From an optimization exercise on the open Yosys and OpenROAD flow, aimed at small area and a short achievable clock period; shortcuts taken in it are not production practice. Function was checked by simulation only, so behaviour that the tests miss may differ from the original. Power is estimated from default activity; no workload was simulated.

job 1367:
Design ecc_rmw, start of the top module:
module ecc_rmw (
    input  wire        clk,
    input  wire        rst,           
    input  wire        in_valid,
    input  wire [71:0] in_rd_cw,      
    input  wire [63:0] in_wdata,      
    input  wire [7:0]  in_wmask,      
    input  wire [7:0]  in_wpar,       
    output reg         out_valid,
    output reg  [63:0] out_rdata,     
    output reg  [7:0]  out_rpar,      
    output reg  [7:0]  out_syndrome,  
    output reg         out_sbe,       
    output reg         out_ded,       
    output reg  [71:0] out_wr_cw,     
    output reg         out_poison     
);
For scale: about 1600 cells after synthesis, ~300 flip-flops, roughly 310 I/O pins.
Settings: LEC_CHECK=0, ABC_AREA=1, CAP_MARGIN=20, CORE_MARGIN=2, CORE_UTILIZATION=40, SETUP_SLACK_MARGIN=3.3, SLEW_MARGIN=20; clock period 5.5 ns.
standard.sh (not shown) runs the stock make flow with config.mk's settings and CLKGATE_MAP_FILE= SYNTH_SCRIPT=/design/flow/synth_recipe.tcl, a recipe that flattens the netlist after the stock synthesis.
==> flow/flow/run.sh <==
#!/bin/bash
# Standard layout with plain buf_1 port buffers and no CTS dummy loads.
set -euo pipefail
export BUFFER_PORTS_ARGS="-buffer_cell sky130_fd_sc_hd__buf_1"
export CTS_ARGS="-sink_clustering_enable -repair_clock_nets -dont_use_dummy_load"
bash standard.sh > standard.log 2>&1
--- input diff job 1367..job 4002 ---
Settings: a change of SETUP_SLACK_MARGIN from 3.3 to 3.15.
==> flow/flow/run.sh <==
#!/bin/bash
# Standard layout with plain port buffers, no CTS dummy loads.
set -euo pipefail
export BUFFER_PORTS_ARGS="-buffer_cell sky130_fd_sc_hd__buf_2"
export CTS_ARGS="-sink_clustering_enable -repair_clock_nets -dont_use_dummy_load"
bash standard.sh > standard.log 2>&1
[summary]
Diff job 4002..job 1367 | worst endpoint required time | negligible
Job 4002 vs job 1367 — final net count dropped slightly
NOTE internal portion of total power job 1367->job 4002 decreased slightly
Via count of the first global-routing pass (job 4002 over job 1367): increase, 91
Job 4002 vs job 1367: fmax down in job 4002
Looking at critical path depth, job 4002 sits above job 1367.
Job 4002 vs. job 1367: routed wire length went up by 220 um.
Job 4002 — total power draw about 1.6% lower, job 1367 as reference
Per the comparison of job 4002 with job 1367, fraction of registers with async set or reset after synthesis roughly the same, biggest cell delay along the critical path -0.05 ns.
Changes in job 7630 relative to job 4002:
Settings: changing SETUP_SLACK_MARGIN from 3.15 to 3.35.
## What came out
- Relative to job 4002, worst path setup slack after routing has gone up in job 7630.
- Commonest non-fill, non-tap cell in the layout = sky130_fd_sc_hd__nand2_1: job 4002; commonest non-fill, non-tap cell in the layout = sky130_fd_sc_hd__xnor2_1: job 7630
- Taking job 4002 as the reference, in job 7630 number of antenna violations at the first check in global routing went down, worst-case hold slack went down.
- Job 7630 finished all stages; the layout is clean.
- Via count of the first global-routing pass up 145 in job 7630 wrt job 4002

========
ecc_rmw, a different RTL version from the one above (not shown whole).
Size in the first run: about 300 flip-flops, about 310 I/O pins, about 14000 sq um of cells after synthesis.
==> flow/design.v (excerpt) <==
module ecc_rmw (
    input  wire        clk,
    input  wire        rst,           
    input  wire        in_valid,
    input  wire [71:0] in_rd_cw,      
    input  wire [63:0] in_wdata,      
    input  wire [7:0]  in_wmask,      
    input  wire [7:0]  in_wpar,       
    output reg         out_valid,
    output reg  [63:0] out_rdata,     
    output reg  [7:0]  out_rpar,      
    output reg  [7:0]  out_syndrome,  
    output reg         out_sbe,       
    output reg         out_ded,       
    output reg  [71:0] out_wr_cw,     
    output reg         out_poison     
);
    localparam [511:0] HCOL = 512'hf8c73e3d3b372f1fe0d0c8c4c2c1b0a8a4a2a1989492918c8a898685837068646261585452514c4a49464543383432312c2a292625231c1a191615130e0d0b07;
    localparam [7:0] POISON_MASK = 8'h03;
    integer k;
    wire in_syn_t0 = in_rd_cw[56] ^ in_rd_cw[60];
    wire in_syn_t1 = in_rd_cw[57] ^ in_rd_cw[61];
    wire in_syn_t2 = in_rd_cw[58] ^ in_rd_cw[59];
    wire in_syn_t3 = in_rd_cw[22] ^ in_rd_cw[62];
    wire in_syn_t4 = in_rd_cw[49] ^ in_rd_cw[63];
    wire in_syn_t5 = in_rd_cw[14] ^ in_syn_t1;
  ...
export LEC_CHECK = 0
export ABC_AREA = 1
export CAP_MARGIN = 20
export CORE_MARGIN = 2
export CORE_UTILIZATION = 40
export SETUP_SLACK_MARGIN = 3.1
export SLEW_MARGIN = 20
create_clock -name core_clock -period 5.5 [get_ports {clk}]
==> flow/flow/run.sh <==
#!/bin/bash
# Standard layout with plain port buffers, no CTS dummy loads.
set -euo pipefail
export BUFFER_PORTS_ARGS="-buffer_cell sky130_fd_sc_hd__buf_2"
export CTS_ARGS="-sink_clustering_enable -repair_clock_nets -dont_use_dummy_load -sink_clustering_size 25 -sink_clustering_max_diameter 80"
bash standard.sh > standard.log 2>&1
Next try:
==> flow/flow/run.sh (replaced) <==
#!/bin/bash
# Standard layout with plain port buffers, no CTS dummy loads.
set -euo pipefail
export BUFFER_PORTS_ARGS="-buffer_cell sky130_fd_sc_hd__buf_2"
export CTS_ARGS="-sink_clustering_enable -repair_clock_nets -dont_use_dummy_load"
bash standard.sh > standard.log 2>&1
--- a/flow/config.mk
+++ b/flow/config.mk
@@ -7,7 +7,7 @@
 export LEC_CHECK = 0
 export ABC_AREA = 1
-export CAP_MARGIN = 20
+export CAP_MARGIN = 0
 export CORE_MARGIN = 2
 export CORE_UTILIZATION = 40
-export SETUP_SLACK_MARGIN = 3.1
-export SLEW_MARGIN = 20
+export SETUP_SLACK_MARGIN = 3.25
+export SLEW_MARGIN = 0
=> Final area went up by a few percent; maximum frequency climbs by roughly a tenth; worst hold slack gets better by 0.0099 ns; register-to-register slack improves by 0.25 ns; critical path depth is lower by 8; setup slack improves by 0.23 ns; combinational power rises by roughly a tenth.
Next try:
--- a/flow/config.mk
+++ b/flow/config.mk
@@ -6,8 +6,7 @@
 export NUM_CORES = 4
 export LEC_CHECK = 0
-export ABC_AREA = 1
-export CAP_MARGIN = 0
+export CAP_MARGIN = 20
 export CORE_MARGIN = 2
 export CORE_UTILIZATION = 40
 export SETUP_SLACK_MARGIN = 3.25
-export SLEW_MARGIN = 0
+export SLEW_MARGIN = 20
=> Critical path depth goes up by 3; via count is lower by about a fifth; synthesized area goes down by a few percent.
Next try:
--- a/flow/config.mk
+++ b/flow/config.mk
@@ -6,7 +6,9 @@
 export NUM_CORES = 4
 export LEC_CHECK = 0
+export ABC_AREA = 1
 export CAP_MARGIN = 20
 export CORE_MARGIN = 2
 export CORE_UTILIZATION = 40
-export SETUP_SLACK_MARGIN = 3.25
+export SETUP_SLACK_MARGIN = 3.3
 export SLEW_MARGIN = 20
+export TNS_END_PERCENT = 20
Routed wire length grows by 15%; via count grows by 26%; flip-flop and latch count does not change; maximum frequency grows by 6.5%.
Next try:
==> flow/flow/run.sh (replaced) <==
#!/bin/bash
# Standard layout, with plain buffers on the ports instead of ORFS's default choice.
set -euo pipefail
export BUFFER_PORTS_ARGS="-buffer_cell sky130_fd_sc_hd__buf_2"
bash standard.sh > standard.log 2>&1
--- a/flow/config.mk
+++ b/flow/config.mk
@@ -6,9 +6,7 @@
 export NUM_CORES = 4
 export LEC_CHECK = 0
-export ABC_AREA = 1
 export CAP_MARGIN = 20
 export CORE_MARGIN = 2
 export CORE_UTILIZATION = 40
-export SETUP_SLACK_MARGIN = 3.3
+export SETUP_SLACK_MARGIN = 3.1
 export SLEW_MARGIN = 20
-export TNS_END_PERCENT = 20
What happened:
- total power goes up by 18%
- final cell count goes down by 23%
- setup slack got worse by 0.20 ns
Next try:
==> flow/flow/run.sh (replaced) <==
#!/bin/bash
# Standard layout with plain port buffers, no CTS dummy loads.
set -euo pipefail
export BUFFER_PORTS_ARGS="-buffer_cell sky130_fd_sc_hd__buf_2"
export CTS_ARGS="-sink_clustering_enable -repair_clock_nets -dont_use_dummy_load"
bash standard.sh > standard.log 2>&1
--- a/flow/config.mk
+++ b/flow/config.mk
@@ -6,7 +6,9 @@
 export NUM_CORES = 4
 export LEC_CHECK = 0
+export ABC_AREA = 1
 export CAP_MARGIN = 20
 export CORE_MARGIN = 2
 export CORE_UTILIZATION = 40
-export SETUP_SLACK_MARGIN = 3.1
+export PLACE_DENSITY = 0.8
+export SETUP_SLACK_MARGIN = 3.25
 export SLEW_MARGIN = 20
After rerunning:
- cell count climbs by 29%
- non-clock buffer count drops by 17
- final area climbs by 2.2%

========
ecc_rmw with an RTL version that a note above also has.
Size in the first run: about 1,600 cells after synthesis, roughly 14,000 µm² of cells after synthesis.
==> flow/config.mk <==
export PLATFORM = sky130hd
export DESIGN_NAME = ecc_rmw
export DESIGN_NICKNAME = ecc_rmw
export VERILOG_FILES = /design/flow/design.v
export SDC_FILE = /design/flow/constraint.sdc
export NUM_CORES = 4
export LEC_CHECK = 0
export ABC_AREA = 1
export CAP_MARGIN = 20
export CORE_MARGIN = 2
export CORE_UTILIZATION = 40
export SETUP_SLACK_MARGIN = 3.1
export SLEW_MARGIN = 20
==> flow/constraint.sdc <==
create_clock -name core_clock -period 5.5 [get_ports {clk}]
set_input_delay 1.1000 -clock core_clock [delete_from_list [all_inputs] [get_ports {clk}]]
set_output_delay 1.1000 -clock core_clock [all_outputs]
set_load 0.01 [all_outputs]
==> flow/flow/run.sh <==
#!/bin/bash
# Standard layout with plain port buffers, no CTS dummy loads.
set -euo pipefail
export BUFFER_PORTS_ARGS="-buffer_cell sky130_fd_sc_hd__buf_2"
export CTS_ARGS="-sink_clustering_enable -repair_clock_nets -dont_use_dummy_load"
bash standard.sh > standard.log 2>&1
Edit:
--- a/flow/flow/run.sh
+++ b/flow/flow/run.sh
@@ -4 +4 @@
-export BUFFER_PORTS_ARGS="-buffer_cell sky130_fd_sc_hd__buf_2"
+export BUFFER_PORTS_ARGS="-buffer_cell sky130_fd_sc_hd__buf_1"
SETUP_SLACK_MARGIN = 3.25   (was 3.1)
Sequential share of layout area went up by 0.30 points.
First-iteration DRC count went down by 3.1%.
Clock power stays flat.
Total power went up by 1.2%.
Die area stays the same.
Worst setup slack gets better by 0.074 ns.
Design area went down by 0.50%.
Wire length went down by 0.51%.
Edit:
--- a/flow/flow/run.sh
+++ b/flow/flow/run.sh
@@ -4 +4 @@
-export BUFFER_PORTS_ARGS="-buffer_cell sky130_fd_sc_hd__buf_1"
+export BUFFER_PORTS_ARGS="-buffer_cell sky130_fd_sc_hd__buf_2"
SETUP_SLACK_MARGIN = 3.17   (was 3.25)
Result: Via count barely changes; clock power barely changes; hold slack gets better by 0.0039 ns; critical path depth is higher by 6; wire length rises by 0.45%; global-route usage rises by 0.41 points.
Edit:
SETUP_SLACK_MARGIN = 3.25   (was 3.17)
Combinational power went up by about 3%.
Cell area rose by 1.1%.
Sequential cell count stays the same.
Edit:
--- a/flow/flow/run.sh
+++ b/flow/flow/run.sh
@@ -4 +4 @@
-export BUFFER_PORTS_ARGS="-buffer_cell sky130_fd_sc_hd__buf_2"
+export BUFFER_PORTS_ARGS="-buffer_cell sky130_fd_sc_hd__buf_1"
SETUP_SLACK_MARGIN = 3.2   (was 3.25)
Effect:
- area after synthesis does not change
- setup slack is worse by 0.11 ns
- synthesized cell count does not change
- fmax drops by 4.9%

-- afterwards: timing with drivers on the ports --
Ports are ideal in the flow. The routed layouts listed here were re-timed in OpenROAD.
Step 1 assumes that a clkbuf_16 drives the clock port and a buf_2 every other input.
Step 2 times the ports against the registers' clock, not the clock port: input delays grow and output delays shrink by t, the midpoint of the rising clock arrivals with the driver on.
Slacks: ideal ports / drivers / drivers and shift; pairs: ideal ports / drivers.
run | t (ns) | slack for setup (ns) | worst data-port slew with drivers (ns)
job 1367 | 0.608 | 3.314 / 3.268 / 2.733 | 0.07
job 4002 | 0.605 | 3.227 / 3.249 / 2.653 | 0.06
job 7630 | 0.611 | 3.362 / 3.307 / 2.804 | 0.04
the first run of note 2 | 0.561 | 3.090 / 3.090 / 2.653 | 0.06
the second run of note 2 | 0.613 | 3.316 / 3.285 / 2.741 | 0.08
the third run of note 2 | 0.554 | 3.126 / 3.126 / 2.803 | 0.07
the fourth run of note 2 | 0.610 | 3.270 / 3.252 / 2.694 | 0.06
the fifth run of note 2 | 0.633 | 3.073 / 3.073 / 2.724 | 0.07
the sixth run of note 2 | 0.574 | 3.247 / 3.207 / 2.799 | 0.08
the first run of note 3 | 0.605 | 3.196 / 3.229 / 2.624 | 0.06
the second run of note 3 | 0.610 | 3.270 / 3.230 / 2.691 | 0.07
the third run of note 3 | 0.603 | 3.248 / 3.248 / 2.723 | 0.06
the fourth run of note 3 | 0.605 | 3.298 / 3.252 / 2.726 | 0.06
the fifth run of note 3 | 0.614 | 3.186 / 3.214 / 2.602 | 0.08
After both steps setup and hold are still met in every run listed. The setup slack of the fifth run of note 3, which loses most, moves by +0.028 ns with the drivers and by -0.584 ns with both steps.
